This design comes from an exercise in tuning for small area, a short achievable clock period and few clock cycles on the open sky130 flow, not from production work.
In this exercise RTL edits were held to simulation tests only and were not proved equivalent to the original.
Power figures rest on the tool's default switching activity, not on a simulated workload.

[design.v]
module nlm_sorter (
    input  wire               clk,
    input  wire               rst,
    output wire               ready,
    input  wire               wr_en,
    input  wire [4:0]         wr_idx,
    input  wire [15:0]        wr_vcap,
    input  wire               wr_svc,
    input  wire               start,
    input  wire signed [23:0] v_arm,
    input  wire signed [15:0] i_p,
    input  wire [14:0]        i_dead,
    input  wire [15:0]        band,
    input  wire               full_bridge,
    output reg                done,
    output reg  [31:0]        mask,      
    output reg  [5:0]         n_out,
    output reg                neg,
    output reg                dir
);
    localparam N = 32;
    localparam S_IDLE = 2'd0;
    localparam S_RANK = 2'd1;
    localparam S_DIV  = 2'd2;
    localparam S_FIN  = 2'd3;
    reg  [1:0]  state;
    reg  [15:0] vcap [0:N-1];
    reg  [N-1:0] svc;
    reg          pdir;       
    reg  [23:0] abs_v;
    reg         req_neg;     
    reg         req_zero;    
    reg         req_dir;     
    reg  [15:0] req_band;
    wire        charge = req_dir ^ req_neg;
    reg  [4:0]  j;
    reg  [4:0]  rank [0:N-1];
    reg  [20:0] sum_v;
    reg  [5:0]  cnt_m;
    reg  [5:0]  div_step;
    reg  [31:0] div_num;
    reg  [31:0] div_q;
    reg  [32:0] div_rem;
    reg  [21:0] div_den;
    assign ready = (state == S_IDLE);
    wire wr_fire    = ready && wr_en;
    wire start_fire = ready && start && !wr_en;
    wire signed [16:0] ip_ext   = {i_p[15], i_p};
    wire signed [16:0] dead_pos = {2'b00, i_dead};
    wire signed [16:0] dead_neg = -{2'b00, i_dead};
    wire new_dir = (ip_ext > dead_pos) ? 1'b1 :
                   (ip_ext < dead_neg) ? 1'b0 : pdir;
    reg signed [17:0] key [0:N-1];
    integer k;
    always @(*) begin
        for (k = 0; k < N; k = k + 1) begin
            if (!mask[k])
                key[k] = {2'b00, vcap[k]};
            else if (charge)
                key[k] = {2'b00, vcap[k]} - {2'b00, req_band};
            else
                key[k] = {2'b00, vcap[k]} + {2'b00, req_band};
        end
    end
    wire signed [17:0] key_j = key[j];
    wire               svc_j = svc[j];
    reg [N-1:0] beats;
    integer b;
    always @(*) begin
        for (b = 0; b < N; b = b + 1) begin
            if (!svc_j)
                beats[b] = 1'b0;
            else if (key_j == key[b])
                beats[b] = (j < b);
            else if (charge)
                beats[b] = (key_j < key[b]);
            else
                beats[b] = (key_j > key[b]);
        end
    end
    wire [29:0] prod_vm      = {6'd0, abs_v} * {24'd0, cnt_m};
    wire [31:0] div_num_init = {1'b0, prod_vm, 1'b0} + {11'd0, sum_v};
    wire [32:0] div_trial    = {div_rem[31:0], div_num[31]} - {11'd0, div_den};
    wire [5:0]  n_sel = (req_zero || sum_v == 21'd0) ? 6'd0 :
                        (div_q > {26'd0, cnt_m}) ? cnt_m : div_q[5:0];
    integer r;
    always @(posedge clk) begin
        if (rst) begin
            state <= S_IDLE;
            svc   <= {N{1'b0}};
                        pdir  <= 1'b1;
            done  <= 1'b0;
            mask  <= {N{1'b0}};
            n_out <= 6'd0;
            neg   <= 1'b0;
            dir   <= 1'b1;
        end else begin
            done <= 1'b0;
            case (state)
            S_IDLE: begin
                if (wr_fire) begin
                    vcap[wr_idx] <= wr_vcap;
                    svc[wr_idx]  <= wr_svc;
                end
                if (start_fire) begin
                    abs_v    <= v_arm[23] ? -v_arm : v_arm;
                    req_neg  <= full_bridge && v_arm[23];
                    req_zero <= !full_bridge && v_arm[23];
                    req_dir  <= new_dir;
                    req_band <= band;
                    j        <= 5'd0;
                    sum_v    <= 21'd0;
                    cnt_m    <= 6'd0;
                    for (r = 0; r < N; r = r + 1)
                        rank[r] <= 5'd0;
                    state    <= S_RANK;
                end
            end
            S_RANK: begin
                for (r = 0; r < N; r = r + 1)
                    if (beats[r])
                        rank[r] <= rank[r] + 5'd1;
                if (svc_j) begin
                    sum_v <= sum_v + {5'd0, vcap[j]};
                    cnt_m <= cnt_m + 6'd1;
                end
                j <= j + 5'd1;
                if (j == 5'd31) begin
                    div_step <= 6'd0;
                    state    <= S_DIV;
                end
            end
            S_DIV: begin
                if (div_step == 6'd0) begin
                    div_num  <= div_num_init;
                    div_den  <= {sum_v, 1'b0};
                    div_rem  <= 33'd0;
                    div_q    <= 32'd0;
                    div_step <= 6'd1;
                end else begin
                    if (!div_trial[32]) begin
                        div_rem <= div_trial;
                        div_q   <= {div_q[30:0], 1'b1};
                    end else begin
                        div_rem <= {div_rem[31:0], div_num[31]};
                        div_q   <= {div_q[30:0], 1'b0};
                    end
                    div_num  <= {div_num[30:0], 1'b0};
                    div_step <= div_step + 6'd1;
                    if (div_step == 6'd32)
                        state <= S_FIN;
                end
            end
            S_FIN: begin
                for (r = 0; r < N; r = r + 1)
                    mask[r]  <= svc[r] && ({1'b0, rank[r]} < n_sel);
                n_out <= n_sel;
                neg   <= req_neg;
                dir   <= (cnt_m == 6'd0) ? pdir : req_dir;
                pdir  <= (cnt_m == 6'd0) ? pdir : req_dir;
                done  <= 1'b1;
                state <= S_IDLE;
            end
            endcase
        end
    end
endmodule
[run.sh]
#!/bin/bash
# synth_recipe.tcl (not shown) runs the flow's synth.tcl, then flattens the netlist and writes it again
# the make line also repeats each setting of config.mk as NAME=value (left out here)
make -C /OpenROAD-flow-scripts/flow DESIGN_CONFIG=/design/flow/config.mk WORK_HOME=/design/flow/orfs CLKGATE_MAP_FILE= SYNTH_SCRIPT=/design/flow/synth_recipe.tcl finish
[config.mk]
export PLATFORM = sky130hd
export DESIGN_NAME = nlm_sorter
export DESIGN_NICKNAME = nlm_sorter
export VERILOG_FILES = /design/flow/design.v
export SDC_FILE = /design/flow/constraint.sdc
export NUM_CORES = 4
export LEC_CHECK = 0
export CAP_MARGIN = 40
export CORE_MARGIN = 2
export CORE_UTILIZATION = 25
export PLACE_DENSITY = 0.35
export SLEW_MARGIN = 40
[constraint.sdc]
create_clock -name core_clock -period 12.0 [get_ports {clk}]
set_input_delay 2.4000 -clock core_clock [delete_from_list [all_inputs] [get_ports {clk}]]
set_output_delay 2.4000 -clock core_clock [all_outputs]
set_load 0.01 [all_outputs]
==> results.txt <==
## layer usage
layer	track usage [%]	part of all wire (%)	vias to the layer above
met4	19.5	6.6	98
met1	48.4	44	61932
met5	0	0.074	-
li1	-	-	51958
met2	51.9	41	5774
met3	7.10	7.8	1397
## synth_stat cells, drive strengths merged, types with 40 or more instances
library cell	count	area (um^2)
nand4	201	1260
dfxtp	80	1600
a22oi	80	601
ha	1911	23900
o21bai	128	961
a21oi	1090	5460
mux2i	387	3870
o21a	147	1100
xnor2	512	4480
a211oi	205	1550
buf	246	1170
nor2	1174	4410
edfxtp	870	26100
o211ai	108	816
and2	141	882
a31oi	106	663
mux4	167	3760
a2111oi	66	606
a221oi	83	746
o31ai	112	841
nor2b	180	1130
or3	106	663
clkbuf	363	1360
nand3	268	1340
o311ai	65	569
o2111ai	46	403
nand2	894	3360
fa	156	3120
a211o	40	350
or2	58	363
nand2b	154	963
nor4	157	982
nor3	371	1860
o21ai	829	4150
and3	76	475
xor2	195	1710
o22ai	123	769
a21o	351	2640
inv	702	2640
## path summary, 6_finish.rpt
path / start / to / slack, ns / cells past startpoint
worst max-delay path: req_band[1] / rank[31][4] / 1.69 / 25
worst min-delay path: mask[0] / mask[0] / 0.46 / 2
worst min register to register: mask[0] / mask[0] / 0.46 / 2
worst max register to register: req_band[1] / rank[31][4] / 1.69 / 25
## report_power, final
group	internal (W)	total [W]	switching, W	leakage (nW)
Clock	0.00285	0.00485	0.00200	2.48
Sequential	0.00387	0.00405	0.000185	8.57
Combinational	0.00354	0.0104	0.00687	43.2
Total	0.0103	0.0193	0.00906	54.2
## worst max-delay path, delay by kind of cell (launching register included)
kind                     cells  cell delay, ns
multiplexers                 1            0.53
AND/OR/NAND/NOR              6            2.44
XOR/XNOR                     2            0.38
flip-flops                   1            0.47
adder cells (fa/ha/maj)      2            0.72
AO/OA/AOI/OAI               10            3.45
buffers and inverters        4            1.71
## cell type report
| type | count | area [um^2] |
|---|---|---|
| fillers | 50618 | 336000 |
| multi-input cells | 11310 | 88500 |
| flip-flops and latches | 950 | 27800 |
| well taps | 6375 | 7980 |
| repair buffers | 776 | 6660 |
| clock buffers | 187 | 4070 |
| inverters | 710 | 2680 |
| clock inverters | 84 | 1040 |
| diodes | 192 | 480 |
## through the flow
step / util, % / instance area [um^2]
after floorplan: - / 119000
after global placement: 27.8 / 132000
after detailed placement: 28.1 / 133000
after CTS: 29.2 / 139000
after global routing: 29.2 / 139000
final: 29.3 / 139000
## registers in the layout (all words and copies together), names as in the netlist, 2 cells and up, named ones only
name and flops:
div_q 32, rank 160, div_rem 32, abs_v 24, n_out 6, div_step 6
div_den 21, state 2, svc 32, vcap 512, cnt_m 6, req_band 16
div_num 32, sum_v 21, j 5, mask 32
## cells by family (layout without fill, tap and decap cells)
| logic type | count (synthesis) | after routing | synth area share [%] |
|---|---|---|---|
| AO/OA/AOI/OAI | 3995 | 3995 | 21.8 |
| multiplexers | 576 | 576 | 6.61 |
| flip-flops | 950 | 950 | 23.2 |
| buffers and inverters | 1319 | 1757 | 4.36 |
| XOR/XNOR | 707 | 707 | 5.19 |
| AND/OR/NAND/NOR | 3964 | 3964 | 16.1 |
| other | 0 | 192 | 0 |
| adder cells (fa/ha/maj) | 2068 | 2068 | 22.7 |
==> results.txt <==
- The cell count after synthesis came out at 13579.
- The path class of the tightest hold or removal check is reg -> reg.
- Area growth from synthesis to final layout: 16.7%
- Most used flip-flop cell after synthesis: sky130_fd_sc_hd__edfxtp_1
* Pre-CTS setup slack: 2.12 ns
* Lkg Pwr: 54.2 nW
- Entering global routing, the biggest net connects 102 pins.
* Count of pins on the block boundary: 140
- Clock Path Buffers: 4
- CTS Hold Buffers Added: 0
* Core region area: 475000 um^2
* Number of violations reported at the end of detailed-routing iteration 0: 14686
* Number of buffers inserted during clock tree synthesis: 151
* Clock root buffer: sky130_fd_sc_hd__clkbuf_16
- The final layout contains routed wiring with a total length of 884000 um.
* Synth Area per Inst: 8.79 um^2
* Non-filler instance count after layout: 20584
- In this run the tool buffered the top-level ports with 139 buffer cells.
* Async S/R FF share, synth: 0%
- First-pass DRT Iterations: 6
- Maximum level of the CTS H-tree: 4
* Starting density of the core: 25.1%
* Final-report hold violation count: 0
- STA classifies the critical path startpoint as a flip-flop.
* Max VDD drop: 0.000126 V
- For the worst-skew pair, the clock arrives at the later sink with an insertion delay of 0.94 ns.
- The library cells used most frequently in the layout, excluding fill and tap cells, are sky130_fd_sc_hd__ha_1 (1909), sky130_fd_sc_hd__nor2_1 (1132), sky130_fd_sc_hd__a21oi_1 (1051), sky130_fd_sc_hd__nand2_1 (892), sky130_fd_sc_hd__edfxtp_1 (870).
* Synthesized flop and latch total: 950
- Total of max-cap violations: 0
* Crit share post-route: 86.0%
* Post-detailed-route via-to-cell ratio: 5.89
- The largest individual stage delay along the critical path comes from the cell sky130_fd_sc_hd__nor4_1.
- Overall via count from detail_route: 121159
- # nets final: 16064
- Crit path kind: reg -> reg
- The floorplan has 253 rows.
- In this run the horizontal extent of the chip is 695 um.
- TritonCTS built the clock tree.
- Shortest clock period the worst path allows after layout: 10.31 ns
* Die span in y: 695 um
- Unrepaired setup endpoints after global routing: false
* Most common cell after layout, fill and taps aside: sky130_fd_sc_hd__ha_1
- The number of global-route vias before repair is 112575.
- The cell area that synthesis handed to floorplanning was 119000 um^2.
- For the worst setup path, the data required time is 12.60 ns.
* Max stage delay on crit path: 0.85 ns
* Number of library cell types mapped by synthesis: 104
- Achievable frequency: 97.0 MHz
- The floorplan step defined a die boundary enclosing 483000 um^2.
* Sequential-to-total area share from yosys stat: 23.2%
* Element type at the critical path end: flip-flop
* Final setup vio count: 0
- Placer congestion estimate: 1.11
- Power spread over the standard cell area amounts to 139 nW/um^2.
- For this run, the number of Yosys warnings is 3.
* Post-Synthesis Net Count: 15744
* Overall fraction of global-route tracks in use: 35.4%
- Number of buffers added for setup after CTS: 0
* Pwr Total: 0.0193 W
* Data arrival time of the worst path: 10.91 ns
- The initial antenna violation count was 238.
- For this run, design rule violations remaining after detail routing come to 0.
* Smallest setup slack after layout: 1.69 ns
- TritonCTS sink count: 950
- The HPWL after detailed placement is 725000 um.
- Of the cells placed in the final design, the portion with a size suffix greater than 1 is 11.2%.
* Aggregate negative setup slack: 0 ns
- Worst-case hold slack: 0.463 ns
- In the final routed layout, each cell accounts on average for 43.0 um.
- In this run, synthesis inferred 870 flip-flops with an integrated enable.
- The first global-routing pass estimated 1140000 um of wire.
* Count of antenna-violating nets left after detailed routing: 0
- Global route total overflow: 0
* Number of max-slew violations in the final report: 0
- Least-Margin Pin Slew: 1.14 ns
- Critical path fanouts, max: 36
- Clock-pin slew was measured on the worst setup and hold paths at 0.06 ns.
* Final clock skew: 0.0744 ns
- Cells after DPL: 20118
- Post-CTS repair changed the size of 0 cells.
* Run status: finished clean
* Normalized max-slew margin: 23.3%
Testbench counts, summed over its fixed seeds: cycles 38,016.

-- static timing again, ports no longer ideal --
How much do the figures lean on ideal ports? The routed layout below was timed once more, with nothing changed but the port constraints. Step 1 sets driving cells, clkbuf_16 on the clock port and buf_2 on the other inputs (assumed; they add their load-dependent delay and slew). Step 2 moves the port delays by t, midway between the first and last clock arrival at a register: inputs arrive t later, outputs are due t later. That takes back most of the time a late clock gives input paths. a / b / c = ideal ports / drivers / drivers and shift; a / b = the first two.
shift t [ns]: 1.049
setup slack, ns: 1.686 / 1.686 / 1.686
worst setup path at the end: register to register
slew at the worst register clock pin (ns): 0.07 / 0.07
After both steps setup and hold are still met in this run. For this run, drivers alone change the setup slack by 0.000 ns; drivers and shift together by 0.000 ns.
